What follows belongs to an exercise in optimizing a design on an open flow for small area, a short achievable clock period and few clock cycles per item; a production flow would make more cautious choices. The RTL was checked by simulation tests, not by an equivalence proof against the original design.

## flow/design.v (module list and top-level ports; edited modules follow where they fit)
// module wte_correct: 2321 lines
// module wte_fa: 10 lines
// module wte_ha: 9 lines
module wte_correct (
    input  wire        clk,
    input  wire        rst,
    input  wire        cfg_we,
    input  wire [2:0]  cfg_addr,
    input  wire [31:0] cfg_wdata,
    input  wire        in_valid,
    output wire        in_ready,
    input  wire [1:0]  in_slot,
    input  wire [15:0] in_s,
    input  wire [15:0] in_dark,
    input  wire [15:0] in_gain,
    output wire        out_valid,
    input  wire        out_ready,
    output wire [15:0] out_y,
    output wire [15:0] out_v,
    output wire [15:0] neg_cnt,
    output wire [15:0] clip_cnt
);
  // ...
==> flow/flow/run.sh <==
#!/bin/bash
# Layout flow: the standard layout (standard.sh, unchanged synthesis,
# floorplan, placement, CTS, routing) with ORFS's repair_timing asked to
# leave a larger setup margin than the 13 ns clock needs, so that it sizes
# the critical paths of this pipeline. The clock period and constraints
# are the design's.
set -euo pipefail
export SETUP_SLACK_MARGIN=9
bash standard.sh > standard.log 2>&1
==> flow/standard.sh <==
#!/bin/bash
# synth_recipe.tcl (not shown) runs the flow's synth.tcl, then flattens the netlist and writes it again
# the make line also repeats each setting of config.mk as NAME=value (left out here)
make -C /OpenROAD-flow-scripts/flow DESIGN_CONFIG=/design/flow/config.mk WORK_HOME=/design/flow/orfs CLKGATE_MAP_FILE= SYNTH_SCRIPT=/design/flow/synth_recipe.tcl "${@:-finish}"
==> flow/config.mk <==
export PLATFORM = sky130hd
export DESIGN_NAME = wte_correct
export DESIGN_NICKNAME = wte_correct
export VERILOG_FILES = /design/flow/design.v
export SDC_FILE = /design/flow/constraint.sdc
export NUM_CORES = 4
export LEC_CHECK = 0
export CAP_MARGIN = 20
export CORE_MARGIN = 2
export CORE_UTILIZATION = 60
export CTS_CLUSTER_DIAMETER = 100
export CTS_CLUSTER_SIZE = 20
export PLACE_DENSITY = 0.7
export SLEW_MARGIN = 20
export SYNTH_HIERARCHICAL = 1
export SYNTH_MINIMUM_KEEP_SIZE = 0
==> flow/constraint.sdc <==
create_clock -name core_clock -period 13.0 [get_ports {clk}]
set_input_delay 2.6000 -clock core_clock [delete_from_list [all_inputs] [get_ports {clk}]]
set_output_delay 2.6000 -clock core_clock [all_outputs]
set_load 0.01 [all_outputs]
==> impl_metrics.yaml, run 1 <==
layout:
  area_share_nonclk_buffers_pct: 4.55
  fillers: 5224
  multi_input_area_share_pct: 55.6
  fin_nets: 4340
  final_cell_mix: "xnor2_1 (457), nand2_1 (384), a22oi_1 (374)"
  diodes: 0
  top_regs: "r3_a: 35 flops, r3_b: 35 flops"
  nFlopsAndLatches: 542
routing:
  drt-met1-wl_um: 39600
  dr.pass1.iters: 6
  drc_errors: 0
  antenna_left: 0
  dr_wl_met3_um: 6650
sta:
  holdWs_ps: 437
  finalSetupViolCount: 0
  max_slew_margin_pct: 25.4
  rsz0062_at_grt: "true"
worst_setup_path:
  cp-end-kind: "primary output"
  cp_slowest_cell: "dfxtp_1"
  crit_path_start: "neg_count[2]"
  timing.rr.end: "r3_c"
synth:
  syn_avg_cell_area_um2: 10.9
  synth.most_common_cell: "xnor2_1"
  yosys.area.top_type_share_pct: 27.2
  synth_flop_cell: "edfxtp_1"
  async_flop_share_pct: 0
  synth_xor_area_share_pct: 10.7
  synth_cell_types: 78
  synth_top_family_by_area: "adder cells"
clocking:
  cts_hold_buf: 0
  clk_latency_ps: 590
outcome:
  outcome: "timing/DRC/antenna clean"
global_routing:
  overflow: 0
  use_met3_pct: 4.00
  grt_usage_pct: 27.8
die:
  dieArea_um2: 69800
place:
  port_buffers: 155
worst_hold_path:
  holdPathStages: 0
Testbench counts, summed over its fixed seeds: cycles 16,048, items 16,000.
==> inputs of run 2 (changes only) <==
--- a/flow/design.v
+++ b/flow/design.v
@@ -121,17 +121,22 @@
     always @(*) begin
         case (r0_slot)
             2'd0: doff_sel = doff0;
             2'd1: doff_sel = doff1;
             2'd2: doff_sel = doff2;
             default: doff_sel = doff3;
         endcase
     end
-    wire [17:0] diff = {2'b00, r0_s} - {2'b00, r0_d} - {{2{doff_sel[15]}}, doff_sel};
+    wire [17:0] da   = ~{2'b00, r0_s};
+    wire [17:0] db   = {2'b00, r0_d};
+    wire [17:0] dc   = {{2{doff_sel[15]}}, doff_sel};
+    wire [17:0] dsum = da ^ db ^ dc;
+    wire [17:0] dcar = (da & db) | (da & dc) | (db & dc);
+    wire [17:0] diff = ~(dsum + {dcar[16:0], 1'b0});
     wire        neg  = diff[17];
     wire [31:0] ga, gb, gk;
     wire [1:0]  gc;
     wire gd_pp1;
     wire gd_pp2;
     wire gd_pp3;
     wire gd_pp4;
     wire gd_pp5;
@@ -2266,17 +2271,18 @@
             case (cfg_obk)
                 2'd0:    vred = {4'd0, rsum[11:4]};
                 2'd1:    vred = {2'd0, rsum[11:2]};
                 default: vred = rsum[11:0];
             endcase
         end
     end
     reg  [15:0] k_y, o_y;
-    reg  [15:0] k_v, o_v;
+    reg  [15:0] o_v;
+    reg  [11:0] k_v;
     wire load_o = (kv || inc) && (!ov || take);
     wire kv_n   = kv ? !take : (inc && ov && !take);
     always @(posedge clk) begin
         if (rst) begin
             v0 <= 1'b0; v1 <= 1'b0; v2 <= 1'b0; v3 <= 1'b0; v4 <= 1'b0;
             ov <= 1'b0; kv <= 1'b0; rdy <= 1'b1;
         end else begin
             if (advance) begin
@@ -2290,21 +2296,22 @@
             else if (take) ov <= 1'b0;
             kv  <= kv_n;
             rdy <= !kv_n;
         end
     end
     always @(posedge clk) begin
         if (load_o) begin
             o_y <= kv ? k_y : y;
-            o_v <= kv ? k_v : {cfg_ob16 ? y[15:12] : 4'd0, vred};
+            o_v <= kv ? {cfg_ob16 ? k_y[15:12] : 4'd0, k_v}
+                      : {cfg_ob16 ? y[15:12] : 4'd0, vred};
         end
         if (inc && ov && !take) begin
             k_y <= y;
-            k_v <= {cfg_ob16 ? y[15:12] : 4'd0, vred};
+            k_v <= vred;
         end
     end
     reg [15:0] neg_count, clip_count;
     always @(posedge clk) begin
         if (rst || (cfg_we && cfg_addr == 3'd5)) begin
             neg_count  <= 16'd0;
             clip_count <= 16'd0;
         end else if (inc) begin
==> run 2 against run 1 <==
Effect of this change:
- critical endpoint is now out_v[12]
- first-iteration DRC count grew 18%
- flip-flop and latch count shrank 4
- clock-buffer cell count grew 3
- largest cell class unchanged
==> impl_metrics.yaml, run 2 <==
routing:
  routed_via_density: 6.26
  avgRoutedWirePerCell_um: 21.4
  drtIter0Drc: 2927
  vias: 28342
  drc_errors: 0
  antenna_left: 0
  dr.pass1.iters: 6
  drt-total-wl_um: 97100
die:
  dieWidth_um: 263
  die_y_um: 263
  pin_count: 156
  design.core.area_um2: 66800
  rows: 95
  start_util_pct: 60.4
  dieArea_um2: 69300
worst_setup_path:
  worst-path-stages: 1
  worstSetupPathType: "flip-flop to primary output"
  cp_top_family: "flip-flops"
  cp-end-kind: "primary output"
  crit_buf_inv: 1
  path_max_fanout: 1
  cp.arrival_ps: 1340
  cp-start-kind: "flip-flop"
  crit_chain: "dlygate4sd2_1"
  slowest_delay_ps: 400
  cp_slowest_cell: "edfxtp_1"
  crit_required_ps: 10400
  r2r_cells: 9
place:
  dpl-instance-area_um2: 42100
  port_buffers: 155
  dp_slack_ps: 8190
  gp_congestion: 0.929
  dp_hpwl_um: 66700
  place_inst: 4442
layout:
  area_growth_pct: 7.37
  diodes: 0
  multi_input_area_um2: 24000
  final_cell_count_no_fill: 4527
  drive_above_1_share_pct: 6.81
  top_regs: "r3_a: 35 flops, r3_b: 35 flops"
  fin_nets: 4288
  layout_commonest_cell: "xnor2_1"
  finish.instance_area_um2: 43300
  seqCellArea_um2: 14400
  final_cell_mix: "xnor2_1 (456), nand2_1 (382), a22oi_1 (372)"
  fillers: 5193
worst_hold_path:
  holdPathStages: 0
  hold_path.class: "flip-flop to flip-flop"
sta:
  max_slew_margin_pct: 23.9
  fin_ws_ps: 9060
  rsz0062_at_grt: "true"
  fin_skew_ps: 13.1
  tightestPinTransition_ps: 1140
  setup-tns-final_ps: 0
  fin_crit_ps: 3940
  finalSetupViolCount: 0
  period_share_pct: 30.3
  final_hold_viol_count: 0
  max_freq_mhz: 254
  drv_slew: 0
clocking:
  clk_pin_slew_ps: 90
  clk_latency_ps: 630
  clockBufferDepth: 3
  cts_max_level: 1
  cts_made_buffers: 31
  cts_tree: "built"
  cts_num_sinks: 538
  cts_root_buffer: "clkbuf_16"
  cts_hold_buf: 0
synth:
  yosys.area.top_type_share_pct: 27.1
  synth_edf_count: 364
  netlist_top_cells_area: "edfxtp_1 (27%), fa_1 (17%), xnor2_1 (9.9%), dfxtp_1 (8.6%), ha_1 (7.2%)"
  async_flop_share_pct: 0
  synth.most_common_cell: "xnor2_1"
  syn_nets: 4344
  ys_warn_count: 7
  synthCells: 3685
  synth_top_area_cell: "edfxtp_1"
  synth_area_um2: 40300
  ys_top_cells_by_count: "xnor2_1 (456), nand2_1 (383), a22oi_1 (372), edfxtp_1 (364), fa_1 (337)"
  synth_cell_types: 81
  syn_avg_cell_area_um2: 10.9
  ys_ff_latch: 538
  yosysSeqAreaShare_pct: 35.7
  synth_flop_cell: "edfxtp_1"
global_routing:
  grt_max_degree: 154
  grt_pass1_vias: 29062
  grt_antenna_before_repair: 2
  overflow: 0
  grt_pass1_wl_um: 156000
  grt_usage_pct: 27.8
flow_run:
  cap_violations: 0
outcome:
  outcome: "timing/DRC/antenna clean"
-- run 2: Yosys stat by module, one instance, submodules excluded --
module / flip-flops and latches / times used / cell area [um^2] / cells inside
wte_fa: 0 / 320 / 20.0 / 1
wte_ha: 0 / 44 / 12.5 / 1
wte_correct: 538 / 1 / 33400 / 3321
-- run 2: area by class of cell --
class / count / share of cell area (%)
multi-input combinational: 2630 / 55.5
sequential: 538 / 33.3
timing repair buffer: 226 / 4.78
tap: 873 / 2.52
clock buffer: 52 / 1.98
inverter: 202 / 1.77
clock inverter: 6 / 0.150
-- run 2: final timing paths --
check / from / end / slack, ps
setup / recovery: o_v[12] / out_v[12] / 9060
hold / removal: r3_neg / r4_neg / 420
setup reg to reg: r2_negd[1] / r3_c / 9080
hold reg to reg: r3_neg / r4_neg / 420
-- run 2: kinds of logic after synthesis --
group | synth area share, %
flops | 35.7
xor+xnor | 10.7
mux | 3.65
buf+inv | 4.83
fa+ha+maj | 23.9
compound gates | 13.6
simple gates | 7.52
-- run 2: what timing repair did --
action,CTS,global route
resized for setup,83,12
pin swaps,3,3
hold endpoints to repair,0,0
setup buffers,10,15
endpoints found under the setup margin,103,30
-- run 2: metrics by stage --
stage	hold WS, ps	utilization, %
floorplan	400	-
global placement	404	63.1
detailed placement	406	63.1
CTS	428	64.5
global route	438	64.8
finish	422	64.8
-- run 2: layer usage --
layer	global-route usage, %	up-vias	part of all wire, %
li1	-	12702	-
met1	36.8	14120	40
met2	47.0	1287	49
met3	4.01	229	7.4
met4	9.76	4	3.0
met5	0	-	0.034
Testbench counts of run 2, summed over its fixed seeds: cycles 16,048, items 16,000.

## afterwards: timing with drivers on the ports
The results above use ideal ports. As a check the final layouts listed here were re-extracted and re-timed, cells and wires unchanged. Step 1 (the two cells are an assumption about what drives the block):
set clk [get_ports {clk}]
set_driving_cell -lib_cell sky130_fd_sc_hd__clkbuf_16 $clk
set_driving_cell -lib_cell sky130_fd_sc_hd__buf_2 [delete_from_list [all_inputs] $clk]
Step 2 moves the port delays by t, midway between the first and last clock arrival at a register: inputs arrive t later, outputs are due t later. That takes back most of the time a late clock gives input paths. a / b / c = ideal / step 1 / step 2; a / b = the first two.
| run | t (ns) | slack for setup (ns) | worst hold slack (ns) | clock arrival spread, ns | slew at the worst register clock pin (ns) |
|---|---|---|---|---|---|
| run 1 | 0.645 | 9.077 / 9.016 / 8.467 | 0.437 / 0.437 / 0.437 | 0.027 / 0.027 | 0.09 / 0.09 |
| run 2 | 0.686 | 9.056 / 8.994 / 8.478 | 0.422 / 0.422 / 0.422 | 0.017 / 0.017 | 0.09 / 0.09 |
After both steps setup and hold are still met in every run listed. The setup slack of run 1, which loses most, moves by -0.061 ns with the drivers and by -0.610 ns with both steps.
